This is an optimization exercise on Yosys and OpenROAD, whose aim is small area, a short achievable clock period and few clock cycles per item, not a production implementation. The RTL was checked by simulation tests, not by an equivalence proof against the original design. The clock port is modelled as an ideal driver; clocking choices that lean on that would not hold on a real chip. Power is estimated from default activity; no workload was simulated.

**flow/design.v**
```verilog
module ras_strip_enc #(
    parameter MAXW = 32                  
) (
    input  wire        clk,
    input  wire        rst,              
    input  wire        in_valid,
    output wire        in_ready,
    input  wire [15:0] in_data,          
    input  wire        in_sof,           
    input  wire        in_eof,           
    input  wire [4:0]  cfg_depth,        
    input  wire        cfg_mosaic,       
    input  wire [5:0]  cfg_width,        
    output wire        out_valid,
    input  wire        out_ready,
    output wire [7:0]  out_data,
    output wire        out_last          
);
    localparam ESC = 24;
    reg         adv;                     
    reg         fresh;                   
    reg         rdy;                     
    assign in_ready = rdy;
    always @(posedge clk)
        fresh <= rst;
    integer i;
    reg         v1;
    reg [15:0]  x1r;                     
    reg         sof1, eof1;
    reg [4:0]   depth1;
    reg         mos1;
    reg [5:0]   w1;
    reg [7:0]   hmask1;                  
    reg [5:0]   col1;
    reg [1:0]   row1;                    
    reg         odd1;
    wire        take    = adv & !fresh & in_valid;      
    wire        wrap1   = (col1 + 6'd1 == w1);
    always @(posedge clk) begin
        if (rst)
            v1 <= 1'b0;
        else if (adv)
            v1 <= take;
        if (take) begin
            x1r  <= in_data;
            sof1 <= in_sof;
            eof1 <= in_eof;
            if (in_sof) begin
                depth1 <= cfg_depth;
                mos1   <= cfg_mosaic;
                w1     <= cfg_width;
                for (i = 0; i < 8; i = i + 1)
                    hmask1[i] <= (cfg_depth > i + 8);
                col1   <= 6'd0;
                row1   <= 2'd0;
                odd1   <= 1'b0;
            end else if (wrap1) begin
                col1   <= 6'd0;
                row1   <= (row1 == 2'd2) ? 2'd2 : row1 + 2'd1;
                odd1   <= ~odd1;
            end else begin
                col1   <= col1 + 6'd1;
            end
        end
    end
    wire [15:0] mask1 = {hmask1, 8'hFF};
    wire [15:0] x1    = x1r & mask1;
    wire [6:0]  sw1   = mos1 ? {w1, 1'b0} : {1'b0, w1};
    wire [5:0]  dsel1 = sw1[5:0] - 6'd1;
    wire        sh1   = adv & v1;
    reg  [15:0] seg32 [0:31];
    reg  [15:0] seg16 [0:15];
    reg  [15:0] seg8  [0:7];
    reg  [15:0] seg4  [0:3];
    reg  [15:0] seg2  [0:1];
    reg  [15:0] seg1;
    wire [15:0] o32 = dsel1[5] ? seg32[31] : x1;
    wire [15:0] o16 = dsel1[4] ? seg16[15] : o32;
    wire [15:0] o8  = dsel1[3] ? seg8[7]   : o16;
    wire [15:0] o4  = dsel1[2] ? seg4[3]   : o8;
    wire [15:0] o2  = dsel1[1] ? seg2[1]   : o4;
    reg  [6:0]  osel;
    wire [5:0]  wm1 = cfg_width - 6'd1;
    always @(posedge clk) begin
        if (take && in_sof) begin
            osel[0] <= cfg_mosaic || wm1[0];
            osel[1] <= !cfg_mosaic && wm1[1:0] == 2'b10;
            osel[2] <= !cfg_mosaic && wm1[2:0] == 3'b100;
            osel[3] <= !cfg_mosaic && wm1[3:0] == 4'b1000;
            osel[4] <= !cfg_mosaic && wm1[4:0] == 5'b10000;
            osel[5] <= !cfg_mosaic && wm1[5:0] == 6'b100000;
            osel[6] <= !cfg_mosaic && wm1[5:0] == 6'b000000;
        end
    end
    wire [15:0] bn = ({16{osel[0]}} & seg1)      | ({16{osel[1]}} & seg2[1])
                   | ({16{osel[2]}} & seg4[3])   | ({16{osel[3]}} & seg8[7])
                   | ({16{osel[4]}} & seg16[15]) | ({16{osel[5]}} & seg32[31])
                   | ({16{osel[6]}} & x1);
    reg  [15:0] na1, nb1, left1, up1;
    reg         altb1;                   
    reg  [16:0] ad1, bd1;                
    wire [15:0] an = mos1 ? left1 : x1;
    wire [15:0] dn = mos1 ? up1 : nb1;
    always @(posedge clk) begin
        if (sh1) begin
            seg32[0] <= x1;
            for (i = 1; i < 32; i = i + 1)
                seg32[i] <= seg32[i - 1];
            seg16[0] <= o32;
            for (i = 1; i < 16; i = i + 1)
                seg16[i] <= seg16[i - 1];
            seg8[0] <= o16;
            for (i = 1; i < 8; i = i + 1)
                seg8[i] <= seg8[i - 1];
            seg4[0] <= o8;
            for (i = 1; i < 4; i = i + 1)
                seg4[i] <= seg4[i - 1];
            seg2[0] <= o4;
            seg2[1] <= seg2[0];
            seg1    <= o2;
            left1 <= x1;
            up1   <= nb1;
            na1   <= an;
            nb1   <= bn;
            altb1 <= an < bn;
            ad1   <= {1'b0, an} - {1'b0, dn};
            bd1   <= {1'b0, bn} - {1'b0, dn};
        end
    end
    wire [1:0]  st1  = mos1 ? 2'd2 : 2'd1;
    wire        top1 = row1 < st1;
    wire        lft1 = col1 < {4'd0, st1};
    wire [15:0] e_a   = x1r - na1;
    wire [15:0] e_b   = x1r - nb1;
    wire [15:0] med_s = x1r ^ ~na1 ^ ~bd1[15:0];
    wire [15:0] med_c = (x1r & ~na1) | (x1r & ~bd1[15:0]) | (~na1 & ~bd1[15:0]);
    wire [15:0] e_med = med_s + {med_c[14:0], 1'b1} + 16'd1;
    wire [15:0] msbh1 = mask1 & ~{1'b0, mask1[15:1]};    
    wire [15:0] e_h   = x1r ^ msbh1;                     
    wire        sa1   = ad1[16];                         
    wire        sb1   = bd1[16];                         
    wire        dgea1 = sa1 || ad1[15:0] == 16'd0;       
    wire        dgeb1 = sb1 || bd1[15:0] == 16'd0;       
    reg  [15:0] e1;
    always @(*) begin
        if (top1 && lft1)
            e1 = e_h;
        else if (top1)
            e1 = e_a;
        else if (lft1)
            e1 = e_b;
        else if (dgea1 && dgeb1)
            e1 = altb1 ? e_a : e_b;          
        else if (!sa1 && !sb1)
            e1 = altb1 ? e_b : e_a;          
        else
            e1 = e_med;                      
    end
    wire        flat1 = top1 | lft1;
    wire [16:0] g1    = {1'b0, ad1[15:0] ^ {16{sa1}}} + {1'b0, bd1[15:0] ^ {16{sb1}}}
                      + {15'd0, sa1} + {15'd0, sb1};
    reg  [3:0]  gclass1;
    always @(*) begin
        gclass1 = 4'd0;
        for (i = 0; i < 17; i = i + 1)
            if (g1[i])
                gclass1 = (i >= 14) ? 4'd15 : i + 1;
        if (flat1)
            gclass1 = 4'd0;
    end
    wire [1:0]  colour1 = mos1 ? {odd1, col1[0]} : 2'd0;
    wire [5:0]  ctx1    = {colour1, gclass1};
    reg         v2, sof2, eof2;
    reg [15:0]  e2;
    reg [5:0]   ctx2;
    reg [4:0]   depth2;
    always @(posedge clk) begin
        if (rst)
            v2 <= 1'b0;
        else if (adv)
            v2 <= v1;
        if (adv) begin
            sof2   <= sof1;
            eof2   <= eof1;
            e2     <= e1;
            ctx2   <= ctx1;
            depth2 <= depth1;
        end
    end
    reg  [15:0] mask2;                   
    always @(*)
        for (i = 0; i < 16; i = i + 1)
            mask2[i] = (i < 8) || (depth2 > i);
    wire [15:0] msbh2 = mask2 & ~{1'b0, mask2[15:1]};    
    wire        neg2  = |(e2 & msbh2);
    wire [15:0] m2    = ({e2[14:0], 1'b0} ^ {16{neg2}}) & mask2;
    reg  [21:0] ctx_a [0:63];            
    reg  [5:0]  ctx_n [0:63];            
    wire [63:0] ctxh2 = 64'd1 << ctx2;   
    reg  [21:0] rda2;
    reg  [5:0]  rdn2;
    always @(*) begin
        rda2 = 22'd0;
        rdn2 = 6'd0;
        for (i = 0; i < 64; i = i + 1) begin
            rda2 = rda2 | ({22{ctxh2[i]}} & ctx_a[i]);
            rdn2 = rdn2 | ({6{ctxh2[i]}} & ctx_n[i]);
        end
    end
    reg         v3, eof3;
    reg [21:0]  a3;                      
    reg [5:0]   n3;
    reg         half3;                   
    reg [15:0]  m3;
    reg [5:0]   ctx3;
    reg [4:0]   depth3;
    wire [22:0] asum3   = {1'b0, a3} + {7'd0, m3};
    wire [21:0] anew3   = half3 ? asum3[22:1] : asum3[21:0];
    wire [5:0]  nnew3   = half3 ? 6'd32 : n3 + 6'd1;
    wire        clr     = adv && v1 && sof1;
    wire        wr3     = adv && v3 && !(v2 && sof2);
    wire [21:0] awr3    = clr ? (22'd1 << (depth1 - 5'd6)) - 22'd1 : anew3;
    wire [5:0]  nwr3    = clr ? 6'd1 : nnew3;
    wire        fwd2    = v3 && !sof2 && (ctx3 == ctx2);
    wire [21:0] ard2    = fwd2 ? anew3 : rda2;
    wire [5:0]  nrd2    = fwd2 ? nnew3 : rdn2;
    always @(posedge clk) begin
        if (rst)
            v3 <= 1'b0;
        else if (adv)
            v3 <= v2;
        if (adv) begin
            eof3   <= eof2;
            a3     <= ard2;
            n3     <= nrd2;
            half3  <= (nrd2 == 6'd63);
            m3     <= m2;
            ctx3   <= ctx2;
            depth3 <= depth2;
        end
        for (i = 0; i < 64; i = i + 1)
            if (clr || (wr3 && ctx3 == i)) begin
                ctx_a[i] <= awr3;
                ctx_n[i] <= nwr3;
            end
    end
    reg  [15:0] t3;
    reg  [5:0]  lo3;
    always @(*) begin
        for (i = 0; i < 16; i = i + 1) begin
            lo3   = a3 >> i;
            t3[i] = (i < depth3) && ((a3 >> (i + 6)) != 0 || lo3 >= n3);
        end
    end
    wire [4:0]  k3;
    assign k3[4] = t3[15];
    assign k3[3] = t3[7] & ~t3[15];
    assign k3[2] = (t3[3] & ~t3[7]) | (t3[11] & ~t3[15]);
    assign k3[1] = (t3[1] & ~t3[3]) | (t3[5] & ~t3[7]) | (t3[9] & ~t3[11])
                 | (t3[13] & ~t3[15]);
    assign k3[0] = (t3[0] & ~t3[1]) | (t3[2] & ~t3[3]) | (t3[4] & ~t3[5])
                 | (t3[6] & ~t3[7]) | (t3[8] & ~t3[9]) | (t3[10] & ~t3[11])
                 | (t3[12] & ~t3[13]) | (t3[14] & ~t3[15]);
    reg         esc3;
    reg  [4:0]  q3;
    reg  [20:0] mx3;
    always @(*) begin
        esc3 = 1'b0;
        q3   = 5'd0;
        mx3  = {5'd0, m3};
        for (i = 0; i <= 16; i = i + 1)
            if ((i == 0 || t3[i - 1]) && (i == 16 || !t3[i])) begin
                if ({8'd0, m3} >= (ESC << i))
                    esc3 = 1'b1;
                q3 = q3 | mx3[i +: 5];
            end
    end
    reg         v4, eof4, esc4;
    reg [15:0]  m4;
    reg [4:0]   kk4;                     
    reg [4:0]   fsh4;                    
    always @(posedge clk) begin
        if (rst)
            v4 <= 1'b0;
        else if (adv)
            v4 <= v3;
        if (adv) begin
            eof4   <= eof3;
            esc4   <= esc3;
            m4     <= m3;
            kk4    <= esc3 ? depth3 : k3;
            fsh4   <= esc3 ? 5'd24 : q3 + 5'd1;
        end
    end
    wire [31:0] mk4    = {m4, 16'd0} >> kk4;
    wire [15:0] field4 = mk4[15:0];                          
    wire [5:0]  len4   = {1'b0, fsh4} + {1'b0, kk4};
    wire [4:0]  qe4    = fsh4 - {4'd0, !esc4};               
    reg         v5, eof5;
    reg [15:0]  field5;
    reg [4:0]   qe5, fsh5;
    reg [5:0]   len5;
    always @(posedge clk) begin
        if (rst)
            v5 <= 1'b0;
        else if (adv)
            v5 <= v4;
        if (adv) begin
            eof5   <= eof4;
            field5 <= field4;
            qe5    <= qe4;
            fsh5   <= fsh4;
            len5   <= len4;
        end
    end
    reg  [63:0] acc;
    reg  [6:0]  occ;
    reg  [7:0]  lastf;
    reg         ge8;                     
    wire        push   = (occ[6:3] != 4'd0) && out_ready;      
    wire        app    = adv && v5;
    wire [5:0]  endu   = {1'b0, occ[4:0]} + {1'b0, qe5};
    wire [5:0]  startf = {1'b0, occ[4:0]} + {1'b0, fsh5};
    wire [63:0] ones5  = ~({64{1'b1}} >> endu) & ({64{1'b1}} >> occ[4:0]);
    wire [63:0] fld5   = {field5, 48'd0} >> startf;
    wire [63:0] acc_a  = app ? (acc | ones5 | fld5) : acc;
    wire [6:0]  occ_a  = occ + (app ? {1'b0, len5} : 7'd0);
    wire [6:0]  occ_r  = (app && eof5) ? {occ_a[6:3] + {3'd0, occ_a[2:0] != 3'd0}, 3'd0}
                                       : occ_a;
    wire [2:0]  lidx   = occ_r[5:3] - 3'd1;
    wire [7:0]  lst_a  = (app && eof5) ? (lastf | (8'd1 << lidx)) : lastf;
    wire        fit_n  = push ? (occ_r <= 7'd32) : (occ_r <= 7'd24);
    always @(posedge clk) begin
        if (rst) begin
            acc   <= 64'd0;
            occ   <= 7'd0;
            ge8   <= 1'b0;
            lastf <= 8'd0;
            adv   <= 1'b1;
            rdy   <= 1'b0;
        end else begin
            acc   <= push ? {acc_a[55:0], 8'd0} : acc_a;
            occ   <= push ? occ_r - 7'd8 : occ_r;
            ge8   <= push ? (occ_r >= 7'd16) : (occ_r >= 7'd8);
            lastf <= push ? {1'b0, lst_a[7:1]} : lst_a;
            adv   <= fit_n;
            rdy   <= fit_n;
        end
    end
    assign out_valid = ge8;
    assign out_data  = acc[63:56];
    assign out_last  = lastf[0];
endmodule
```
**flow/flow/run.sh**
```bash
#!/bin/bash
# The standard layout (standard.sh: the standard flow's synthesis and ORFS flow, all
# steps), with one change to how it is made: the buffers that ORFS puts on
# every input and output port are buf_4 cells (BUFFER_PORTS_ARGS).
# Each step's output goes to a log file of its own in this folder.
set -euo pipefail
export BUFFER_PORTS_ARGS="-buffer_cell sky130_fd_sc_hd__buf_4"
bash standard.sh synth > synth.log 2>&1
bash standard.sh floorplan > floorplan.log 2>&1
bash standard.sh place > place.log 2>&1
bash standard.sh cts > cts.log 2>&1
bash standard.sh route > route.log 2>&1
bash standard.sh finish > finish.log 2>&1
```
**flow/standard.sh**
```bash
#!/bin/bash
# synth_recipe.tcl (not shown) runs the flow's synth.tcl, then flattens the netlist and writes it again
# the make line also repeats each setting of config.mk as NAME=value (left out here)
make -C /OpenROAD-flow-scripts/flow DESIGN_CONFIG=/design/flow/config.mk WORK_HOME=/design/flow/orfs CLKGATE_MAP_FILE= SYNTH_SCRIPT=/design/flow/synth_recipe.tcl "${@:-finish}"
```
**flow/config.mk**
```make
export PLATFORM = sky130hd
export DESIGN_NAME = ras_strip_enc
export DESIGN_NICKNAME = ras_strip_enc
export VERILOG_FILES = /design/flow/design.v
export SDC_FILE = /design/flow/constraint.sdc
export NUM_CORES = 8
export LEC_CHECK = 0
export CAP_MARGIN = 30
export CORE_MARGIN = 2
export CORE_UTILIZATION = 60
export CTS_BUF_LIST = sky130_fd_sc_hd__clkbuf_4 sky130_fd_sc_hd__clkbuf_8 sky130_fd_sc_hd__clkbuf_16
export CTS_CLUSTER_DIAMETER = 80
export CTS_CLUSTER_SIZE = 25
export SLEW_MARGIN = 40
```
**flow/constraint.sdc**
```tcl
create_clock -name core_clock -period 18.0 [get_ports {clk}]
set_input_delay 3.6000 -clock core_clock [delete_from_list [all_inputs] [get_ports {clk}]]
set_output_delay 3.6000 -clock core_clock [all_outputs]
set_load 0.01 [all_outputs]
```
==> results of run 1 <==
==> sequential cells by signal, summed over array words and instances (netlist names), 17 cells and up <==
name and flops:
seg2 32, seg8 128, a3 22, ctx_a 1408
seg32 496, seg16 256, ad1 17, seg4 64
ctx_n 384, acc 64, bd1 17
==> worst max-delay path by stage <==
stage,startpoint,endpoint,cells past startpoint
after floorplan,adv,ctx_a[0][1],4
after global placement,in_valid,depth1[0],6
after detailed placement,in_valid,depth1[0],6
after CTS,rdy,in_ready,1
after global routing,mos1,bd1[15],14
final,rdy,in_ready,1
==> cells by family after synthesis <==
logic type / synth area share [%]
flops: 75.4
compound gates: 10.7
simple gates: 5.96
buf+inv: 1.54
fa+ha+maj: 3.20
xor+xnor: 1.39
mux: 1.78
==> per-stage QoR <==
stage	util, %	hold WS [ps]	cells	power (mW)
after floorplan	-	400	7839	15.7
after global placement	63.3	400	10600	18.3
after detailed placement	63.5	405	10600	18.5
after CTS	65.9	405	10800	22.5
after global routing	65.9	407	10800	23.4
final	65.9	397	10800	22.6
==> worst register-to-register path: cells and delay by family (launching register included) <==
kind            cells  cell delay (ps)
compound gates      5             1630
simple gates        5             1170
fa+ha+maj           2              620
buf+inv             2              590
flops               1              450
==> layout make-up <==
| cell class | count | share of cell area, % |
|---|---|---|
| clock buffer | 170 | 2.98 |
| tap | 2788 | 2.55 |
| timing repair buffer | 316 | 1.98 |
| sequential | 3172 | 69.1 |
| multi-input combinational | 4169 | 22.3 |
| inverter | 158 | 0.434 |
| antenna | 15 | 0.0275 |
| clock inverter | 42 | 0.619 |
==> Yosys cell counts (24+ instances only) <==
cell / number
xnor2_1: 113
a22oi_1: 928
a221oi_1: 36
and2_1: 39
and3_1: 27
nand4_1: 112
nor3_1: 140
fa_1: 26
nand2_1: 504
nor4_1: 76
a21o_1: 49
nand3_1: 94
dfxtp_1: 88
o21ai_0: 218
clkbuf_1: 308
or3_1: 24
a31oi_1: 40
mux2i_1: 83
nor2_1: 370
inv_1: 156
o21a_1: 35
a211oi_1: 84
o22ai_1: 41
a21oi_1: 241
ha_1: 277
nor2b_1: 49
nand2b_1: 59
edfxtp_1: 3084
xor2_1: 85
mux2_2: 104
==> layer usage <==
metal / global-route usage [%] / share of wire, % / wire length [um]
met2: 54.8 / 43 / 172000
met4: 20.5 / 7.0 / 28000
met1: 51.0 / 36 / 143000
met3: 9.72 / 14 / 54200
met5: 0 / 0.0068 / 27
==> power by group <==
| part | internal, mW | total (mW) | switching (mW) |
|---|---|---|---|
| Clock | 1.72 | 4.09 | 2.37 |
| Sequential | 11.2 | 11.7 | 0.543 |
| Combinational | 1.71 | 6.81 | 5.10 |
| Total | 14.6 | 22.6 | 8.02 |
==> impl_metrics.tcl, run 1 <==
set metrics [dict create \
    status "complete, no violations" \
    maxCapViolCount 0 \
    synth_top_cell_area_share_pct 74.0 \
    post-route-period-util_pct 27.8 \
    synth.area.top_cells "edfxtp_1 74%, a22oi_1 5.6%, ha_1 2.8%" \
    area_delta_synth_final_pct 9.16 \
    post-route-worst-setup-slack_ps 13000 \
    min_path_cells 0 \
    maxSlewHeadroom_pct 33.5 \
    final_cell_mix "3084 x edfxtp_1, 928 x a22oi_1, 502 x nand2_1" \
    dieArea_sq_um 212000 \
    netlist_area_sq_um 125000 \
    placementRows 167 \
    drc 0 \
    layout_commonest_cell "edfxtp_1" \
    min_to "seg8[4][8]" \
    grt_usage_pct 37.2 \
    die-width_um 461 \
    timing.setup.tns_ps 0 \
    grt_pass1_wl_um 545000 \
    rsz0062_at_grt "no" \
    grt_pass1_vias 70700 \
    reg2regPathDepth 14 \
    min_from "seg8[3][8]" \
    grt_max_degree 136 \
    yosys_warnings 10 \
    cts_resized 0 \
    dpl_cell_area_sq_um 132000 \
    regArea_sq_um 94400 \
    synth_seq_area_share_pct 75.4 \
    ir_worst_vdd_v 0.000262 \
    clock_skew_ps 69.3 \
    synthCells 7839 \
    place_ws_ps 12570 \
    worst_pin_slew_ps 998 \
    clk_pin_slew_ps 100 \
    routedWlPerCell_um 36.7 \
    fmax_ghz 0.200 \
    synth_nets 8176 \
    fillers 14400 \
    critPathArrivalTime_ps 1400 \
    clock_sinks 3172 \
    ctsHoldBuffers 0 \
    start_util_pct 60.4 \
    cellLeakagePower_nw 45.5 \
    synth.avg_cell_area_sq_um 16.0 \
    start_kind "flip-flop" \
    post_cts_buffers 0 \
    finalMaxSlewViolations 0 \
    cp_slowest_cell "dfxtp_1" \
    r2r_slack_ps 13170 \
    drt_iter0_drc 13200 \
    endpoint_kind "primary output" \
    min_period_ps 5000 \
    clk_latency_ps 910 \
    synth_area_leader_cell "edfxtp_1" \
    p_per_area_nw_per_um2 166 \
    ys_seq_elements 3172 \
    finalHoldViolCount 0 \
    clock-root-buffer "clkbuf_16" \
    final_antenna_net_count 0 \
    multi_input_area_sq_um 30400 \
    antenna_found_initial 12 \
    hp-class "flip-flop to flip-flop" \
    path_buf_inv 1 \
    viasPerCell 7.06 \
    cts_tree "yes" \
    synthFlopType "edfxtp_1" \
    cts.htree.levels 4 \
    cp_max_fo 1 \
    cpPeakStageDelay_ps 380 \
    first_pass_iters 8 \
    r2r-end "ctx_a[51][18]" \
    port_buffers 44 \
    synthArstFlopShare_pct 0 \
    drive_gt1_share_pct 10.8 \
    hpwlAfterDp_um 235000 \
    finalWeightedCongestion 0.897 \
    yosys.cell_types.count 89 \
    core_area_sq_um 207000 \
    synth_edf_count 3084 \
    vias 76400 \
    fin_nets 8312 \
    cts_made_buffers 158 \
    grt_overflow_total 0 \
    final_area_sq_um 137000 \
    crit_type "flip-flop to primary output" \
    die_height_um 461 \
    path_delay_family "flip-flops" \
    io_pins 45 \
    worstReg2RegStart "m3[0]" \
    max-clock-path-buffers 3 \
    worstPathRequired_ps 14400 \
    finalSetupViolations 0 \
    routed_wl_um 397000 \
    path_cells "buf_4" \
]
Testbench counts, summed over its fixed seeds: cycles 136,400, items 127,122.
==> run 2: changes to the inputs <==
--- a/flow/config.mk
+++ b/flow/config.mk
@@ -7,8 +7,8 @@
 export LEC_CHECK = 0
 export CAP_MARGIN = 30
 export CORE_MARGIN = 2
-export CORE_UTILIZATION = 60
+export CORE_UTILIZATION = 50
 export CTS_BUF_LIST = sky130_fd_sc_hd__clkbuf_4 sky130_fd_sc_hd__clkbuf_8 sky130_fd_sc_hd__clkbuf_16
-export CTS_CLUSTER_DIAMETER = 80
-export CTS_CLUSTER_SIZE = 25
+export CTS_CLUSTER_DIAMETER = 60
+export CTS_CLUSTER_SIZE = 32
 export SLEW_MARGIN = 40
==> impl_metrics.tcl, run 2 <==
set metrics [dict create \
    status "complete, no violations" \
    die_height_um 504 \
    drt_iter0_drc 12400 \
    clk_pin_slew_ps 110 \
    fin_total_pwr_mw 23.5 \
    final_area_sq_um 139000 \
    p_per_area_nw_per_um2 169 \
    clk_latency_ps 930 \
    timing.setup.tns_ps 0 \
    finalHoldViolCount 0 \
    yosys_warnings 10 \
    cts_tree "yes" \
    met1_usage_pct 43.5 \
    ir_worst_vdd_v 0.000335 \
    cp_max_fo 3 \
    cp_slowest_cell "dfxtp_1" \
    placementRows 183 \
    multi_input_area_sq_um 30400 \
    grtUsageMet2_pct 46.7 \
    grt_pass1_vias 72200 \
    area_delta_synth_final_pct 11.1 \
    io_pins 45 \
    finalSetupViolations 0 \
    synthArstFlopShare_pct 0 \
    use_met3_pct 6.96 \
    synth_nets 8176 \
    dieArea_sq_um 254000 \
    synth_edf_count 3084 \
    regMostFlops "ctx_a" \
    grt_usage_pct 31.3 \
    clock_sinks 3172 \
    synthCells 7839 \
    finalMaxSlewViolations 0 \
    synthFlopType "edfxtp_1" \
    hp-class "flip-flop to flip-flop" \
    regArea_sq_um 94400 \
    start_util_pct 50.3 \
    grt_max_degree 171 \
    port_buffers 44 \
    cts.htree.levels 4 \
    fmax_ghz 0.199 \
    crit_type "flip-flop to primary output" \
    min_period_ps 5020 \
    busiest_layer "met2" \
    synth_seq_area_share_pct 75.4 \
    grt_pass1_wl_um 561000 \
    final_util_pct 55.9 \
    drive_gt1_share_pct 12.0 \
    start_kind "flip-flop" \
    cpPeakStageDelay_ps 390 \
    post-route-period-util_pct 27.9 \
    worst_pin_slew_ps 958 \
    first_pass_iters 6 \
    finalWeightedCongestion 0.912 \
    synth.area.top_cells "edfxtp_1 74%, a22oi_1 5.6%, ha_1 2.8%" \
    layout_commonest_cell "edfxtp_1" \
    endpoint_kind "primary output" \
    synth.avg_cell_area_sq_um 16.0 \
    final_cell_mix "3084 x edfxtp_1, 928 x a22oi_1, 502 x nand2_1" \
    final_antenna_net_count 0 \
    critPathArrivalTime_ps 1420 \
    maxCapViolCount 0 \
    ys_seq_elements 3172 \
    dpl_cell_area_sq_um 132000 \
    r2r_slack_ps 13250 \
    yosys.cell_types.count 89 \
    post_cts_buffers 0 \
    cts_resized 0 \
    top_regs "ctx_a (1408), seg32 (496), ctx_n (384)" \
    clock_skew_ps 95.5 \
    die-width_um 504 \
    routedWlPerCell_um 35.2 \
    fin_nets 8329 \
    path_delay_family "flip-flops" \
    synth_top_cell_area_share_pct 74.0 \
    hpwlAfterDp_um 240000 \
    path_buf_inv 1 \
    yosysMostFrequentCell "edfxtp_1" \
    cellLeakagePower_nw 46.4 \
    worstPathRequired_ps 14400 \
    synth_common_cells "3084 x edfxtp_1, 928 x a22oi_1, 504 x nand2_1, 370 x nor2_1, 308 x clkbuf_1" \
    core_area_sq_um 249000 \
    fillers 19400 \
    synth_area_leader_cell "edfxtp_1" \
    ctsHoldBuffers 0 \
    antenna_found_initial 9 \
    rsz0062_at_grt "no" \
    clock-root-buffer "clkbuf_16" \
    drc 0 \
    vias 76500 \
    cts_made_buffers 179 \
    grt_overflow_total 0 \
    netlist_area_sq_um 125000 \
    largest_reg_flops 1408 \
    path_cells "buf_4" \
    routed_wl_um 405000 \
    maxSlewHeadroom_pct 36.2 \
    max-clock-path-buffers 3 \
    viasPerCell 6.66 \
]
==> run 2: cell counts after synthesis <==
Identical to the previous run, type by type.
==> run 2: metrics by stage <==
stage / setup WS, ps / hold slack, ps / std cells
6_report: 12980 / 393 / 11500
5_1_grt: 12800 / 398 / 11500
4_1_cts: 12860 / 381 / 11500
3_5_place_dp: 12620 / 405 / 11100
3_3_place_gp: 12660 / 400 / 11100
2_1_floorplan: 4800 / 400 / 7839
==> run 2: area by class of cell <==
cell class / count / share of cell area (%)
Tap cell: 3330 / 3.00
Timing Repair Buffer: 312 / 1.95
Inverter: 158 / 0.427
Antenna cell: 5 / 0.00900
Multi-Input combinational cell: 4169 / 21.9
Clock inverter: 154 / 1.59
Clock buffer: 183 / 3.27
Sequential cell: 3172 / 67.9
==> run 2: power by group <==
part	leakage [nW]	total [mW]	internal, mW	switching [mW]
registers	29.0	11.7	11.2	0.557
logic	14.1	6.88	1.71	5.16
clock network	3.23	4.91	2.12	2.80
==> run 2: logic make-up (layout without fill, tap and decap cells) <==
kind of cell	after synthesis	in the layout	share of synthesized area [%]
other	0	5	0
DFF	3172	3172	75.4
xor gates and xnor gates	198	198	1.39
AOI/OAI and AO/OA	1905	1905	10.7
muxes	198	198	1.78
buffers and inverters	498	807	1.54
and+or+nand+nor	1564	1564	5.96
adders and majority gates	304	304	3.20
==> run 2: worst paths after layout <==
kind | from | endpoint | depth (start not counted)
min reg2reg | seg32[12][13] | seg32[13][13] | 0
min | seg32[12][13] | seg32[13][13] | 0
max reg2reg | mos1 | bd1[15] | 14
max | acc[61] | out_data[5] | 1
==> run 2: layer usage <==
layer  part of all wire [%]  vias to the layer above
met5                  0.017                        -
met1                     38                    38700
met2                     44                     5168
met3                     12                     1126
met4                    6.3                        8
li1                       -                    31500
==> run 3: changes to the inputs <==
--- a/flow/config.mk
+++ b/flow/config.mk
@@ -9,6 +9,6 @@
 export CORE_MARGIN = 2
 export CORE_UTILIZATION = 50
 export CTS_BUF_LIST = sky130_fd_sc_hd__clkbuf_4 sky130_fd_sc_hd__clkbuf_8 sky130_fd_sc_hd__clkbuf_16
-export CTS_CLUSTER_DIAMETER = 60
-export CTS_CLUSTER_SIZE = 32
+export CTS_CLUSTER_DIAMETER = 80
+export CTS_CLUSTER_SIZE = 25
 export SLEW_MARGIN = 40
==> impl_metrics.tcl, run 3 <==
set metrics [dict create \
    status "complete, no violations" \
    r2r_slack_ps 13180 \
    top_regs "ctx_a (1408), seg32 (496), ctx_n (384)" \
    timing.setup.tns_ps 0 \
    synth_edf_count 3084 \
    finalSetupViolations 0 \
    synthFlopType "edfxtp_1" \
    cpPeakStageDelay_ps 390 \
    fmax_ghz 0.200 \
    fillers 19600 \
    layout_commonest_cell "edfxtp_1" \
    largest_reg_flops 1408 \
    cts.htree.levels 4 \
    synth_common_cells "3084 x edfxtp_1, 928 x a22oi_1, 504 x nand2_1, 370 x nor2_1, 308 x clkbuf_1" \
    final_antenna_net_count 0 \
    stdcell_count 11400 \
    path_cells "buf_4" \
    dp_cells 11100 \
    clock_sinks 3172 \
    worstPathRequired_ps 14400 \
    drive_gt1_share_pct 10.7 \
    path_buf_inv 1 \
    cp_slowest_cell "dfxtp_1" \
    clock_skew_ps 64.9 \
    io_pins 45 \
    place_ws_ps 12620 \
    netlist_area_sq_um 125000 \
    clk_latency_ps 910 \
    grt_max_degree 171 \
    routed_wl_um 404000 \
    final_cell_mix "3084 x edfxtp_1, 928 x a22oi_1, 502 x nand2_1" \
    yosys.cell_types.count 89 \
    post-route-worst-setup-slack_ps 13000 \
    synthArstFlopShare_pct 0 \
    viasPerCell 6.69 \
    cts_tree "yes" \
    grt_usage_pct 31.3 \
    cts_resized 0 \
    finalMaxSlewViolations 0 \
    ys_seq_elements 3172 \
    p_per_area_nw_per_um2 166 \
    die-width_um 504 \
    m1WireLength_um 153000 \
    rsz0062_at_grt "no" \
    synth.area.top_cells "edfxtp_1 74%, a22oi_1 5.6%, ha_1 2.8%" \
    drt_iter0_drc 12200 \
    start_kind "flip-flop" \
    drc 0 \
    synth.avg_cell_area_sq_um 16.0 \
    grt_pass1_wl_um 560000 \
    max-clock-path-buffers 3 \
    cp_max_fo 2 \
    placementRows 183 \
    synth_nets 8176 \
    antenna_found_initial 12 \
    highest_layer "met5" \
    synth_top_cell_area_share_pct 74.0 \
    maxSlewHeadroom_pct 33.6 \
    hpwlAfterDp_um 240000 \
    post-route-period-util_pct 27.8 \
    min_period_ps 5000 \
    post_cts_buffers 0 \
    synth_area_leader_cell "edfxtp_1" \
    port_buffers 44 \
    cts_made_buffers 157 \
    critPathArrivalTime_ps 1400 \
    ctsHoldBuffers 0 \
    clk_pin_slew_ps 90 \
    grt_pass1_vias 71800 \
    yosys_warnings 10 \
    cellLeakagePower_nw 45.4 \
    regMostFlops "ctx_a" \
    first_pass_iters 6 \
    dieArea_sq_um 254000 \
    start_util_pct 50.3 \
    fin_nets 8307 \
    core_area_sq_um 249000 \
    yosysMostFrequentCell "edfxtp_1" \
    finalWeightedCongestion 0.912 \
    vias 76000 \
    fin_total_pwr_mw 22.7 \
    worst_pin_slew_ps 996 \
    hp-class "flip-flop to flip-flop" \
    path_delay_family "flip-flops" \
    grt_overflow_total 0 \
    synth_seq_area_share_pct 75.4 \
    synthCells 7839 \
    ir_worst_vdd_v 0.000338 \
    maxCapViolCount 0 \
    die_height_um 504 \
    clock-root-buffer "clkbuf_16" \
    finalHoldViolCount 0 \
    met3_length_um 49700 \
    routedWlPerCell_um 35.6 \
    crit_type "flip-flop to primary output" \
    endpoint_kind "primary output" \
    dr_wl_met2_um 176000 \
    area_delta_synth_final_pct 9.53 \
]
-- run 3: worst paths after layout --
| kind | start | to | cells past startpoint |
|---|---|---|---|
| max | acc[60] | out_data[4] | 1 |
| min | seg32[16][12] | seg32[17][12] | 0 |
| max reg2reg | bd1[16] | ctx2[2] | 16 |
| min reg2reg | seg32[16][12] | seg32[17][12] | 0 |
-- run 3: per-layer routing --
layer	vias to the layer above	global-route usage (%)
li1	31300	-
met1	38500	43.4
met2	5103	46.5
met3	1069	7.07
met4	8	15.8
met5	-	0
-- run 3: cell type report --
class                   count  area (sq um)  area share, %
repair buffers            312          2710           1.98
flip-flops and latches   3172         94400           68.9
diodes                      3          7.51        0.00548
well taps                3330          4170           3.04
multi-input cells        4169         30400           22.2
inverters                 158           593          0.433
clock inverters            48           674          0.492
clock buffers             169          4070           2.97
-- run 3: power by group --
part           total [mW]  switching [mW]  internal (mW)
clock network        4.07            2.37           1.70
registers            11.7           0.556           11.2
logic                6.87            5.15           1.71
total                22.7            8.08           14.6
-- run 3: cell families after synthesis --
family / share of synthesized area [%]
DFF: 75.4
adders and majority gates: 3.20
xor gates and xnor gates: 1.39
muxes: 1.78
buffers and inverters: 1.54
and+or+nand+nor: 5.96
AOI/OAI and AO/OA: 10.7
-- run 3: per-stage QoR --
step,hold slack [ps],area [sq um],utilization [%]
floorplan,400,125000,-
global placement,400,132000,52.9
detailed placement,405,132000,53.1
CTS,376,137000,55.0
global route,407,137000,55.1
finish,378,137000,55.1
==> run 4: changes to the inputs <==
--- a/flow/design.v
+++ b/flow/design.v
@@ -319,9 +319,9 @@
     reg         ge8;                     
     wire        push   = (occ[6:3] != 4'd0) && out_ready;      
     wire        app    = adv && v5;
-    wire [5:0]  endu   = {1'b0, occ[4:0]} + {1'b0, qe5};
-    wire [5:0]  startf = {1'b0, occ[4:0]} + {1'b0, fsh5};
-    wire [63:0] ones5  = ~({64{1'b1}} >> endu) & ({64{1'b1}} >> occ[4:0]);
+    wire [6:0]  endu   = {1'b0, occ[5:0]} + {2'b0, qe5};
+    wire [6:0]  startf = {1'b0, occ[5:0]} + {2'b0, fsh5};
+    wire [63:0] ones5  = ~({64{1'b1}} >> endu) & ({64{1'b1}} >> occ[5:0]);
     wire [63:0] fld5   = {field5, 48'd0} >> startf;
     wire [63:0] acc_a  = app ? (acc | ones5 | fld5) : acc;
     wire [6:0]  occ_a  = occ + (app ? {1'b0, len5} : 7'd0);
@@ -329,7 +329,9 @@
                                        : occ_a;
     wire [2:0]  lidx   = occ_r[5:3] - 3'd1;
     wire [7:0]  lst_a  = (app && eof5) ? (lastf | (8'd1 << lidx)) : lastf;
-    wire        fit_n  = push ? (occ_r <= 7'd32) : (occ_r <= 7'd24);
+    wire [5:0]  lnext  = adv ? (v4 ? len4 : 6'd0) : (v5 ? len5 : 6'd0);
+    wire [7:0]  need   = {1'b0, occ_r} + {2'b0, lnext};
+    wire        fit_n  = push ? (need <= 8'd72) : (need <= 8'd64);
     always @(posedge clk) begin
         if (rst) begin
             acc   <= 64'd0;
==> impl_metrics.tcl, run 4 <==
set metrics [dict create \
    synth_seq_area_share_pct 75.2 \
    finalWeightedCongestion 0.891 \
    post-route-period-util_pct 27.8 \
    hp-class "flip-flop to flip-flop" \
    synth_nets 8056 \
    synth_area_leader_cell "edfxtp_1" \
    yosys_warnings 10 \
    start_util_pct 50.4 \
    timing.setup.tns_ps 0 \
    post_cts_buffers 0 \
    cp_max_fo 2 \
    drc 0 \
    grt_max_degree 177 \
    die_height_um 505 \
    layout_commonest_cell "edfxtp_1" \
    worstPathRequired_ps 14400 \
    io_pins 45 \
    first_pass_iters 6 \
    synth_compound_area_share_pct 11.4 \
    hpwlAfterDp_um 242000 \
    synthArstFlopShare_pct 0 \
    final_area_sq_um 138000 \
    r2r_slack_ps 13150 \
    status "complete, no violations" \
    clk_pin_slew_ps 90 \
    cpPeakStageDelay_ps 400 \
    synth_common_cells "3084 x edfxtp_1, 584 x a22oi_1, 316 x nor2_1, 285 x a21oi_1, 283 x ha_1" \
    start_kind "flip-flop" \
    regMostFlops "ctx_a" \
    area_delta_synth_final_pct 9.84 \
    vias 76900 \
    synth.avg_cell_area_sq_um 16.3 \
    final_antenna_net_count 0 \
    viasPerCell 6.83 \
    min_from "seg32[28][10]" \
    endpoint_kind "primary output" \
    cts_tree "yes" \
    maxCapViolCount 0 \
    cts_resized 0 \
    synthCells 7712 \
    ctsHoldBuffers 0 \
    worstSetupStartpoint "acc[56]" \
    clock_skew_ps 62.9 \
    placementRows 183 \
    fin_nets 8190 \
    cellLeakagePower_nw 45.2 \
    path_delay_family "flip-flops" \
    synth_top_cell_area_share_pct 73.8 \
    clock_sinks 3172 \
    die-width_um 505 \
    antenna_found_initial 20 \
    final_util_pct 55.3 \
    core_area_sq_um 249000 \
    clk_latency_ps 880 \
    fin_total_pwr_mw 21.1 \
    finalHoldViolCount 0 \
    drt_iter0_drc 12400 \
    yosysMostFrequentCell "edfxtp_1" \
    p_per_area_nw_per_um2 153 \
    finalSetupViolations 0 \
    synth_fa_ha_area_share_pct 3.27 \
    final_cell_mix "3084 x edfxtp_1, 584 x a22oi_1, 281 x ha_1" \
    crit_type "flip-flop to primary output" \
    cp_slowest_cell "dfxtp_1" \
    clock-root-buffer "clkbuf_16" \
    largest_reg_flops 1408 \
    synth-xor-area-share_pct 1.47 \
    rsz0062_at_grt "no" \
    synthFlopType "edfxtp_1" \
    ir_worst_vdd_v 0.000287 \
    fmax_ghz 0.200 \
    finalMaxSlewViolations 0 \
    cts.htree.levels 4 \
    routed_wl_um 410000 \
    cts_made_buffers 159 \
    path_buf_inv 1 \
    netlist_area_sq_um 126000 \
    path_cells "buf_4" \
    port_buffers 44 \
    synth_top_family_by_area "compound AO/OA/AOI/OAI gates" \
    yosys.cell_types.count 96 \
    dpl_cell_area_sq_um 133000 \
    worstReg2RegStart "ctx2[0]" \
    routedWlPerCell_um 36.5 \
    top_regs "ctx_a (1408), seg32 (496), ctx_n (384)" \
    grt_usage_pct 31.5 \
    synth.area.top_cells "edfxtp_1 74%, a22oi_1 3.5%, ha_1 2.8%" \
    grt_overflow_total 0 \
    grt_pass1_vias 71400 \
    dieArea_sq_um 255000 \
    maxSlewHeadroom_pct 34.5 \
    synth_edf_count 3084 \
    worst_pin_slew_ps 983 \
    min_period_ps 5000 \
    max-clock-path-buffers 3 \
    ys_seq_elements 3172 \
    drive_gt1_share_pct 11.3 \
    muxShareOfSynthArea_pct 1.83 \
    synth-simple-area-share_pct 5.29 \
    grt_pass1_wl_um 564000 \
    critPathArrivalTime_ps 1400 \
]
[run 4: final cells by class]
cell class	count	area (sq um)
multi-input combinational	4027	30900
antenna	11	27.5
inverter	162	608
fill	19600	111000
clock inverter	60	897
timing repair buffer	324	2910
sequential	3172	94400
clock buffer	163	4030
tap	3330	4170
[run 4: per-layer routing]
metal	GRT usage, %	vias to the layer above	share of wire, %
met1	43.5	39200	38
met3	7.98	1129	13
met2	47.1	5270	44
met5	0	-	0.038
met4	14.3	22	5.8
li1	-	31300	-
[run 4: power breakdown]
part	leakage (nW)	internal [mW]	switching (mW)	total (mW)
sequential	29.1	10.7	0.467	11.2
combinational	13.7	1.48	4.30	5.78
clock	2.39	1.77	2.37	4.14
[run 4: worst reg2reg max path, stage by stage (launching register included)]
cell,delay (ps)
edfxtp_1,600
nand2b_1,690
nor3_4,90
buf_4,320
buf_4,370
a22o_1,300
a221oi_1,570
nand4_1,160
or4_1,590
nor4_1,790
a21oi_1,70
[run 4: worst paths after layout]
| check | cells after the start | endpoint |
|---|---|---|
| setup / recovery | 1 | out_data[0] |
| hold / removal | 0 | seg32[29][10] |
| setup reg to reg | 10 | a3[21] |
| hold reg to reg | 0 | seg32[29][10] |
[run 4: cells by family after synthesis]
logic type	Yosys count
AOI/OAI and AO/OA	1991
xor gates and xnor gates	210
adders and majority gates	312
buffers and inverters	513
DFF	3172
muxes	197
and+or+nand+nor	1317
[run 4: stage by stage]
step	hold slack, ps	cells	setup WS (ps)
2_1_floorplan	400	7712	5520
3_3_place_gp	400	11000	12380
3_5_place_dp	405	11000	12350
4_1_cts	375	11200	12900
5_1_grt	398	11200	12920
6_report	388	11200	13000
Testbench counts of run 4, summed over its fixed seeds: cycles 135,486, items 127,122.
==> run 5: changes to the inputs <==
--- a/flow/config.mk
+++ b/flow/config.mk
@@ -7,7 +7,7 @@
 export LEC_CHECK = 0
 export CAP_MARGIN = 30
 export CORE_MARGIN = 2
-export CORE_UTILIZATION = 50
+export CORE_UTILIZATION = 45
 export CTS_BUF_LIST = sky130_fd_sc_hd__clkbuf_4 sky130_fd_sc_hd__clkbuf_8 sky130_fd_sc_hd__clkbuf_16
 export CTS_CLUSTER_DIAMETER = 80
 export CTS_CLUSTER_SIZE = 25
==> impl_metrics.tcl, run 5 <==
set metrics [dict create \
    cts.htree.levels 4 \
    clock_skew_ps 103 \
    path_buf_inv 1 \
    cts_resized 0 \
    yosysMostFrequentCell "edfxtp_1" \
    routed_wl_um 414000 \
    top_regs "ctx_a (1408), seg32 (496), ctx_n (384)" \
    synthArstFlopShare_pct 0 \
    grt_max_degree 106 \
    min_to "seg16[14][15]" \
    synth_nets 8056 \
    drt_iter0_drc 12300 \
    synth_common_cells "3084 x edfxtp_1, 584 x a22oi_1, 316 x nor2_1, 285 x a21oi_1, 283 x ha_1" \
    regMostFlops "ctx_a" \
    worstPathRequired_ps 14400 \
    area_delta_synth_final_pct 9.89 \
    finalMaxSlewViolations 0 \
    cts_made_buffers 165 \
    port_buffers 44 \
    yosys_warnings 10 \
    min_from "seg16[13][15]" \
    final_area_sq_um 138000 \
    r2r-end "a3[9]" \
    endpoint_kind "primary output" \
    min_path_cells 0 \
    grt_usage_pct 28.3 \
    cellLeakagePower_nw 45.1 \
    finalWeightedCongestion 0.895 \
    layout_commonest_cell "edfxtp_1" \
    synth.area.top_cells "edfxtp_1 74%, a22oi_1 3.5%, ha_1 2.8%" \
    grt_pass1_wl_um 565000 \
    p_per_area_nw_per_um2 152 \
    reg2regPathDepth 10 \
    hpwlAfterDp_um 239000 \
    r2r_slack_ps 13040 \
    ctsHoldBuffers 0 \
    clk_latency_ps 900 \
    synth_top_cell_area_share_pct 73.8 \
    core_area_sq_um 277000 \
    cts_tree "yes" \
    drive_gt1_share_pct 11.1 \
    fillers 22900 \
    hp-class "flip-flop to flip-flop" \
    fmax_ghz 0.199 \
    start_util_pct 45.3 \
    synth.avg_cell_area_sq_um 16.3 \
    maxSlewHeadroom_pct 33.1 \
    path_cells "buf_4" \
    final_antenna_net_count 0 \
    post-route-period-util_pct 27.9 \
    yosys.cell_types.count 96 \
    cpPeakStageDelay_ps 440 \
    fin_nets 8196 \
    synthCells 7712 \
    synth_seq_area_share_pct 75.2 \
    min_period_ps 5030 \
    drc 0 \
    synthFlopType "edfxtp_1" \
    finalHoldViolCount 0 \
    grt_overflow_total 0 \
    cp_slowest_cell "dfxtp_1" \
    placementRows 193 \
    synth_area_leader_cell "edfxtp_1" \
    dieArea_sq_um 283000 \
    maxCapViolCount 0 \
    finalSetupViolations 0 \
    netlist_area_sq_um 126000 \
    first_pass_iters 6 \
    crit_type "flip-flop to primary output" \
    worstSetupStartpoint "rdy" \
    io_pins 45 \
    vias 76800 \
    timing.setup.tns_ps 0 \
    worst_pin_slew_ps 1000 \
    largest_reg_flops 1408 \
    grt_pass1_vias 71700 \
    final_cell_mix "3084 x edfxtp_1, 584 x a22oi_1, 281 x ha_1" \
    critPathArrivalTime_ps 1430 \
    clk_pin_slew_ps 100 \
    clock-root-buffer "clkbuf_16" \
    max-clock-path-buffers 4 \
    rsz0062_at_grt "no" \
    viasPerCell 6.62 \
    post_cts_buffers 0 \
    ys_seq_elements 3172 \
    status "complete, no violations" \
    worstReg2RegStart "ctx2[0]" \
    synth_edf_count 3084 \
    dpl_cell_area_sq_um 133000 \
    cp_max_fo 1 \
    routedWlPerCell_um 35.6 \
    die_height_um 532 \
    die-width_um 532 \
    clock_sinks 3172 \
    start_kind "flip-flop" \
    antenna_found_initial 14 \
    path_delay_family "flip-flops" \
    ir_worst_vdd_v 0.000310 \
]
run 5: cell types whose count changed in the layout (fill, tap and decap cells not counted), sizes merged:
cell      before  now
clkinvlp       2    1
bufinv         6    1
clkinv        38   14
inv          176  177
clkbuf       164  175
buf          323  324
run 5: per-stage QoR:
stage                     utilization (%)  worst slack, ps  hold WS, ps  cells  power, mW
after detailed placement             48.1            12670          405  11400       16.9
after global placement               47.9            12540          400  11400       16.7
after floorplan                         -             5520          400   7712       14.5
after CTS                            49.8            12910          396  11600       20.9
final                                49.8            12970          399  11600       21.0
after global routing                 49.8            12690          402  11600       21.7
run 5: worst max-delay path by stage:
| stage | to | slack [ps] | depth (start not counted) |
|---|---|---|---|
| 6_report | in_ready | 12970 | 1 |
| 5_1_grt | ad1[15] | 12690 | 15 |
| 4_1_cts | in_ready | 12910 | 1 |
| 3_5_place_dp | rdy | 12670 | 10 |
| 3_3_place_gp | rdy | 12540 | 10 |
| 2_1_floorplan | ctx_a[0][7] | 5520 | 5 |
run 5: layer usage:
layer | vias up | routed length, um | track usage, %
met4 | 11 | 28300 | 15.8
met3 | 1262 | 51100 | 6.36
li1 | 31300 | - | -
met2 | 5213 | 179000 | 42.2
met5 | - | 116 | 0
met1 | 39000 | 155000 | 38.5
run 5: logic make-up after synthesis:
| family | Yosys count | share of synthesized area, % |
|---|---|---|
| AO/OA/AOI/OAI | 1991 | 11.4 |
| XOR/XNOR | 210 | 1.47 |
| adder cells (fa/ha/maj) | 312 | 3.27 |
| buffers and inverters | 513 | 1.61 |
| flip-flops | 3172 | 75.2 |
| multiplexers | 197 | 1.83 |
| AND/OR/NAND/NOR | 1317 | 5.29 |
run 5: final cells by class:
class | count | area [sq um] | area share [%]
Timing Repair Buffer | 324 | 2800 | 2.03
Multi-Input combinational cell | 4027 | 30800 | 22.3
Clock buffer | 175 | 4280 | 3.10
Sequential cell | 3172 | 94400 | 68.4
Antenna cell | 11 | 27.5 | 0.0200
Inverter | 162 | 608 | 0.441
Tap cell | 3705 | 4640 | 3.36
Clock inverter | 31 | 399 | 0.289
run 5: power breakdown:
group | leakage (nW) | switching (mW) | internal (mW) | total (mW)
Combinational | 13.7 | 4.25 | 1.51 | 5.77
Sequential | 29.1 | 0.465 | 10.7 | 11.2
Clock | 2.30 | 2.33 | 1.76 | 4.09
==> run 6: changes to the inputs <==
--- a/flow/config.mk
+++ b/flow/config.mk
@@ -7,7 +7,7 @@
 export LEC_CHECK = 0
 export CAP_MARGIN = 30
 export CORE_MARGIN = 2
-export CORE_UTILIZATION = 45
+export CORE_UTILIZATION = 55
 export CTS_BUF_LIST = sky130_fd_sc_hd__clkbuf_4 sky130_fd_sc_hd__clkbuf_8 sky130_fd_sc_hd__clkbuf_16
 export CTS_CLUSTER_DIAMETER = 80
 export CTS_CLUSTER_SIZE = 25
==> impl_metrics.tcl, run 6 <==
set metrics [dict create \
    status "complete, no violations" \
    path_delay_family "flip-flops" \
    port_buffers 44 \
    largest_reg_flops 1408 \
    core_area_sq_um 227000 \
    max-clock-path-buffers 3 \
    ys_seq_elements 3172 \
    cts.htree.levels 4 \
    grt_overflow_total 0 \
    viasPerCell 7.08 \
    reg2regPathDepth 11 \
    synth_nets 8056 \
    clock-root-buffer "clkbuf_16" \
    maxCapViolCount 0 \
    rsz0062_at_grt "no" \
    synth_seq_area_share_pct 75.2 \
    layout_commonest_cell "edfxtp_1" \
    synth.avg_cell_area_sq_um 16.3 \
    multi_input_area_sq_um 30800 \
    ir_worst_vdd_v 0.000306 \
    start_util_pct 55.3 \
    dp_cells 10700 \
    grt_pass1_wl_um 567000 \
    synth_area_leader_cell "edfxtp_1" \
    yosys_warnings 10 \
    cts_tree "yes" \
    die-width_um 482 \
    hpwlAfterDp_um 241000 \
    fillers 16700 \
    path_buf_inv 1 \
    worstReg2RegStart "ctx2[0]" \
    clock_skew_ps 72.2 \
    min_from "seg16[4][12]" \
    synth_top_cell_area_share_pct 73.8 \
    antenna_found_initial 19 \
    worstPathRequired_ps 14400 \
    min_period_ps 5010 \
    cp_max_fo 2 \
    r2r-end "half3" \
    ctsHoldBuffers 0 \
    drt_iter0_drc 13400 \
    synthArstFlopShare_pct 0 \
    grt_max_degree 165 \
    placementRows 175 \
    synthCells 7712 \
    cts_resized 0 \
    drc 0 \
    clk_pin_slew_ps 90 \
    r2r_slack_ps 13070 \
    final_antenna_net_count 0 \
    cts_made_buffers 158 \
    finalSetupViolations 0 \
    dieArea_sq_um 232000 \
    synth_common_cells "3084 x edfxtp_1, 584 x a22oi_1, 316 x nor2_1, 285 x a21oi_1, 283 x ha_1" \
    finalHoldViolCount 0 \
    post_cts_buffers 0 \
    netlist_area_sq_um 126000 \
    timing.setup.tns_ps 0 \
    fin_nets 8208 \
    maxSlewHeadroom_pct 32.0 \
    path_cells "buf_4" \
    grt_pass1_vias 71200 \
    p_per_area_nw_per_um2 153 \
    vias 77400 \
    top_regs "ctx_a (1408), seg32 (496), ctx_n (384)" \
    yosys.cell_types.count 96 \
    worst_pin_slew_ps 1020 \
    drive_gt1_share_pct 11.4 \
    cp_slowest_cell "dfxtp_1" \
    regArea_sq_um 94400 \
    cellLeakagePower_nw 45.3 \
    synthFlopType "edfxtp_1" \
    grt_usage_pct 35.4 \
    yosysMostFrequentCell "edfxtp_1" \
    fmax_ghz 0.199 \
    cpPeakStageDelay_ps 380 \
    clock_sinks 3172 \
    stdcell_count 10900 \
    min_to "seg16[5][12]" \
    synth_edf_count 3084 \
    busiest_layer "met2" \
    hp-class "flip-flop to flip-flop" \
    min_path_cells 0 \
    first_pass_iters 7 \
    final_cell_mix "3084 x edfxtp_1, 584 x a22oi_1, 286 x buf_4" \
    finalMaxSlewViolations 0 \
    fin_hold_ws_ps 393 \
    use_met3_pct 9.09 \
    routedWlPerCell_um 38.0 \
    area_delta_synth_final_pct 9.49 \
    start_kind "flip-flop" \
    routed_wl_um 416000 \
    regMostFlops "ctx_a" \
    post-route-period-util_pct 27.9 \
    clk_latency_ps 910 \
    endpoint_kind "primary output" \
    io_pins 45 \
    critPathArrivalTime_ps 1410 \
    crit_type "flip-flop to primary output" \
    finalWeightedCongestion 0.929 \
    die_height_um 482 \
    met1_usage_pct 50.2 \
    synth.area.top_cells "edfxtp_1 74%, a22oi_1 3.5%, ha_1 2.8%" \
    grtUsageMet2_pct 51.7 \
]
==> run 6: layout make-up <==
class | count | share of cell area (%)
clock inverter | 49 | 0.575
timing repair buffer | 343 | 2.23
antenna | 10 | 0.0182
multi-input combinational | 4027 | 22.4
clock buffer | 166 | 2.92
inverter | 162 | 0.442
tap | 3009 | 2.74
sequential | 3172 | 68.7
==> run 6: cell families after synthesis <==
kind of cell / count (synthesis) / share of synthesized area [%]
AO/OA/AOI/OAI: 1991 / 11.4
adder cells (fa/ha/maj): 312 / 3.27
XOR/XNOR: 210 / 1.47
flip-flops: 3172 / 75.2
multiplexers: 197 / 1.83
buffers and inverters: 513 / 1.61
AND/OR/NAND/NOR: 1317 / 5.29
==> run 6: through the flow <==
stage | util, % | area (sq um) | worst slack [ps] | total power, mW
6_report | 60.5 | 137000 | 12990 | 21.0
5_1_grt | 60.5 | 137000 | 12680 | 21.7
2_1_floorplan | - | 126000 | 5520 | 14.5
3_5_place_dp | 58.3 | 132000 | 12680 | 16.9
3_3_place_gp | 58.0 | 132000 | 12580 | 16.7
4_1_cts | 60.5 | 137000 | 12940 | 20.9
==> run 6: worst max path at each step <==
stage / startpoint / end / slack (ps) / cells past startpoint
3_5_place_dp: out_ready / rdy / 12680 / 10
2_1_floorplan: adv / ctx_a[0][7] / 5520 / 5
3_3_place_gp: out_ready / rdy / 12580 / 10
5_1_grt: mos1 / ad1[15] / 12680 / 15
4_1_cts: acc[58] / out_data[2] / 12940 / 1
6_report: acc[58] / out_data[2] / 12990 / 1
==> run 6: where the power goes <==
part,total [mW],internal (mW),switching [mW]
Sequential,11.2,10.7,0.464
Combinational,5.74,1.49,4.25
Clock,4.09,1.71,2.38
==> run 6: per-layer routing <==
layer	part of all wire [%]	wire length, um
met4	5.9	24400
met3	13	55800
met1	38	157000
met2	43	178000
met5	0.017	72
==> run 7: changes to the inputs <==
==> flow/flow/run.sh (replaced) <==
#!/bin/bash
# The standard layout (standard.sh: the standard flow's synthesis and ORFS flow, all
# steps), with two changes to how it is made, none to the constraints:
#  - the buffers that ORFS puts on every input and output port are buf_4
#    cells (BUFFER_PORTS_ARGS);
#  - after clock tree synthesis, io_cells.tcl gives the output ports' buffers
#    and the flip-flops that drive them a stronger drive (same cell types).
# Each step's output goes to a log file of its own in this folder.
set -euo pipefail
export BUFFER_PORTS_ARGS="-buffer_cell sky130_fd_sc_hd__buf_4"
export POST_CTS_TCL="$PWD/flow/io_cells.tcl"
bash standard.sh synth > synth.log 2>&1
bash standard.sh floorplan > floorplan.log 2>&1
bash standard.sh place > place.log 2>&1
bash standard.sh cts > cts.log 2>&1
bash standard.sh route > route.log 2>&1
bash standard.sh finish > finish.log 2>&1
==> flow/flow/io_cells.tcl (new file) <==
# Faster cells on the paths to the output ports: each output port's buffer
# becomes a buf_8, and a plain flip-flop that drives such a buffer gets the
# strongest drive of its kind (same cell type, so the same register).
set block [ord::get_db_block]
set changed 0
foreach bterm [$block getBTerms] {
  if {[$bterm getIoType] != "OUTPUT"} { continue }
  set net [$bterm getNet]
  foreach iterm [$net getITerms] {
    if {![$iterm isOutputSignal]} { continue }
    set buf [$iterm getInst]
    set bm [[$buf getMaster] getName]
    if {[string match "sky130_fd_sc_hd__buf_*" $bm] && $bm != "sky130_fd_sc_hd__buf_8"} {
      replace_cell [$buf getName] sky130_fd_sc_hd__buf_8
      incr changed
    }
    foreach bin [$buf getITerms] {
      if {![$bin isInputSignal]} { continue }
      set n2 [$bin getNet]
      if {$n2 == "NULL"} { continue }
      foreach it2 [$n2 getITerms] {
        if {![$it2 isOutputSignal]} { continue }
        set ff [$it2 getInst]
        set fm [[$ff getMaster] getName]
        if {[regexp {^sky130_fd_sc_hd__dfxtp_[12]$} $fm]} {
          replace_cell [$ff getName] sky130_fd_sc_hd__dfxtp_4
          incr changed
        }
      }
    }
  }
}
puts "io_cells: $changed cells replaced"
detailed_placement
--- a/flow/config.mk
+++ b/flow/config.mk
@@ -7,7 +7,7 @@
 export LEC_CHECK = 0
 export CAP_MARGIN = 30
 export CORE_MARGIN = 2
-export CORE_UTILIZATION = 55
+export CORE_UTILIZATION = 50
 export CTS_BUF_LIST = sky130_fd_sc_hd__clkbuf_4 sky130_fd_sc_hd__clkbuf_8 sky130_fd_sc_hd__clkbuf_16
 export CTS_CLUSTER_DIAMETER = 80
 export CTS_CLUSTER_SIZE = 25
==> impl_metrics.tcl, run 7 <==
set metrics [dict create \
    status "complete, no violations" \
    clk_latency_ps 880 \
    hp-class "flip-flop to flip-flop" \
    worst_pin_slew_ps 1000 \
    placementRows 183 \
    p_per_area_nw_per_um2 153 \
    fillers 19600 \
    core_area_sq_um 249000 \
    fin_nets 8190 \
    synthFlopType "edfxtp_1" \
    vias 76800 \
    post-route-period-util_pct 27.5 \
    final_util_pct 55.4 \
    synth_edf_count 3084 \
    final_area_sq_um 138000 \
    area_delta_synth_final_pct 9.92 \
    io_pins 45 \
    clock_skew_ps 66.8 \
    synth_seq_area_share_pct 75.2 \
    yosys.cell_types.count 96 \
    critPathArrivalTime_ps 1360 \
    timing.setup.tns_ps 0 \
    synth.avg_cell_area_sq_um 16.3 \
    synthCells 7712 \
    drc 0 \
    finalSetupViolations 0 \
    routed_wl_um 410000 \
    start_kind "flip-flop" \
    synth.area.top_cells "edfxtp_1 74%, a22oi_1 3.5%, ha_1 2.8%" \
    crit_type "flip-flop to primary output" \
    fin_hold_ws_ps 384 \
    min_path_cells 0 \
    antenna_found_initial 20 \
    synthArstFlopShare_pct 0 \
    port_buffers 44 \
    dieArea_sq_um 255000 \
    viasPerCell 6.83 \
    finalMaxSlewViolations 0 \
    final_cell_mix "3084 x edfxtp_1, 584 x a22oi_1, 281 x ha_1" \
    pwr-share-comb_pct 27.4 \
    cp.depth 1 \
    cts_tree "yes" \
    reg2regPathDepth 9 \
    yosys_warnings 10 \
    largest_reg_flops 1408 \
    top_regs "ctx_a (1408), seg32 (496), ctx_n (384)" \
    finalWeightedCongestion 0.891 \
    min_period_ps 4960 \
    pwr-share-clk_pct 19.6 \
    die_height_um 505 \
    grt_pass1_wl_um 564000 \
    clk_pin_slew_ps 90 \
    maxSlewHeadroom_pct 33.1 \
    dpl_cell_area_sq_um 133000 \
    routedWlPerCell_um 36.5 \
    rsz0062_at_grt "no" \
    grt_overflow_total 0 \
    path_buf_inv 1 \
    clock_sinks 3172 \
    cp_slowest_cell "dfxtp_4" \
    start_util_pct 50.4 \
    drt_iter0_drc 12200 \
    endpoint_kind "primary output" \
    grt_usage_pct 31.5 \
    p_int_mw 14.0 \
    path_cells "buf_8" \
    grt_pass1_vias 71400 \
    synth_area_leader_cell "edfxtp_1" \
    grt_max_degree 177 \
    ir_worst_vdd_v 0.000287 \
    final_antenna_net_count 0 \
    finalHoldViolCount 0 \
    switchingPower_mw 7.14 \
    synth_nets 8056 \
    ys_seq_elements 3172 \
    hpwlAfterDp_um 242000 \
    worstPathRequired_ps 14400 \
    path_delay_family "flip-flops" \
    first_pass_iters 6 \
    synth_common_cells "3084 x edfxtp_1, 584 x a22oi_1, 316 x nor2_1, 285 x a21oi_1, 283 x ha_1" \
    cpPeakStageDelay_ps 370 \
    synth_top_cell_area_share_pct 73.8 \
    layout_commonest_cell "edfxtp_1" \
    power_switching_share_pct 33.8 \
    yosysMostFrequentCell "edfxtp_1" \
    cp_max_fo 1 \
    fmax_ghz 0.202 \
    drive_gt1_share_pct 11.5 \
    die-width_um 505 \
    cellLeakagePower_nw 45.3 \
    seqPwrFrac_pct 53.0 \
    maxCapViolCount 0 \
    netlist_area_sq_um 126000 \
    regMostFlops "ctx_a" \
]
[run 7: cell types whose count changed in the layout (fill, tap and decap cells not counted), sizes merged]
cell	before	now
buf	343	323
bufinv	2	6
clkbuf	166	164
clkinv	25	38
clkinvlp	3	2
diode	10	6
inv	181	176
[run 7: final timing paths]
| check | from | end | slack, ps |
|---|---|---|---|
| max | rdy | in_ready | 13040 |
| min | seg32[21][15] | seg32[22][15] | 380 |
| max reg2reg | ctx2[0] | half3 | 13230 |
| min reg2reg | seg32[21][15] | seg32[22][15] | 380 |
[run 7: logic make-up after synthesis]
family,count (synthesis),share of synthesized area (%)
AO/OA/AOI/OAI,1991,11.4
XOR/XNOR,210,1.47
adder cells (fa/ha/maj),312,3.27
buffers and inverters,513,1.61
flip-flops,3172,75.2
multiplexers,197,1.83
AND/OR/NAND/NOR,1317,5.29
[run 7: layout make-up]
class                   instances  area (sq um)  area share [%]
flip-flops and latches       3172         94400            68.4
clock inverters                60           897           0.650
well taps                    3330          4170            3.02
multi-input cells            4027         30900            22.4
diodes                          6          15.0          0.0109
repair buffers                324          2990            2.17
inverters                     162           608           0.441
clock buffers                 163          4030            2.92
[run 7: through the flow]
step                      setup WS [ps]  std cells  power, mW
final                             13040      11200       21.1
after global routing              12980      11200       21.9
after detailed placement          12350      11000       17.0
after global placement            12380      11000       16.8
after floorplan                    5520       7712       14.5
[run 7: power groups by stage]
| stage | clock network (mW) | registers (mW) | logic (mW) |
|---|---|---|---|
| final | 4.14 | 11.2 | 5.79 |
| after global routing | 4.43 | 11.3 | 6.20 |
| after detailed placement | 0 | 11.3 | 5.64 |
| after global placement | 0 | 11.3 | 5.45 |
| after floorplan | 0 | 11.3 | 3.27 |
[run 7: metal layers]
metal | global-route usage [%] | vias to the layer above | share of wire, %
met1 | 43.5 | 39200 | 38
met2 | 47.1 | 5202 | 44
li1 | - | 31300 | -
met4 | 14.3 | 24 | 5.8
met3 | 7.98 | 1122 | 13
met5 | 0 | - | 0.043
[run 7: worst reg2reg max path, cell delays in order (launching register included)]
cell and delay [ps]:
edfxtp_1 570, nand2b_1 590, or3_1 670, nor2_4 690, buf_4 610, a221oi_1 300
nand4b_1 190, nor4_1 80, a21oi_1 650, and4_1 310

re-timing with driven ports:
The flow's constraints put no driver on any port. The routed layouts listed below were extracted and timed again, unchanged, in two steps.
Step 1 (the two cells are an assumption about what drives the block):
set clk [get_ports {clk}]
set_driving_cell -lib_cell sky130_fd_sc_hd__clkbuf_16 $clk
set_driving_cell -lib_cell sky130_fd_sc_hd__buf_2 [delete_from_list [all_inputs] $clk]
Step 2 times the ports against the registers' clock, not the clock port: input delays grow and output delays shrink by t, the midpoint of the rising clock arrivals with the driver on.
Three values: no drivers, after step 1, after step 2; two values: the first two.
run | t (ns) | slack for setup (ns) | cell pins on the clock port's net
run 1 | 0.957 | 13.004 / 12.923 / 12.539 | 1
run 2 | 0.980 | 12.975 / 12.882 / 12.577 | 1
run 3 | 0.977 | 12.997 / 12.889 / 12.569 | 1
run 4 | 0.956 | 12.996 / 12.898 / 12.377 | 1
run 5 | 0.942 | 12.972 / 12.875 / 12.572 | 1
run 6 | 0.968 | 12.986 / 12.895 / 12.664 | 1
run 7 | 0.953 | 13.041 / 12.944 / 12.376 | 1
After both steps setup and hold are still met in every run listed. The setup slack of run 7, which loses most, moves by -0.097 ns with the drivers and by -0.665 ns with both steps.
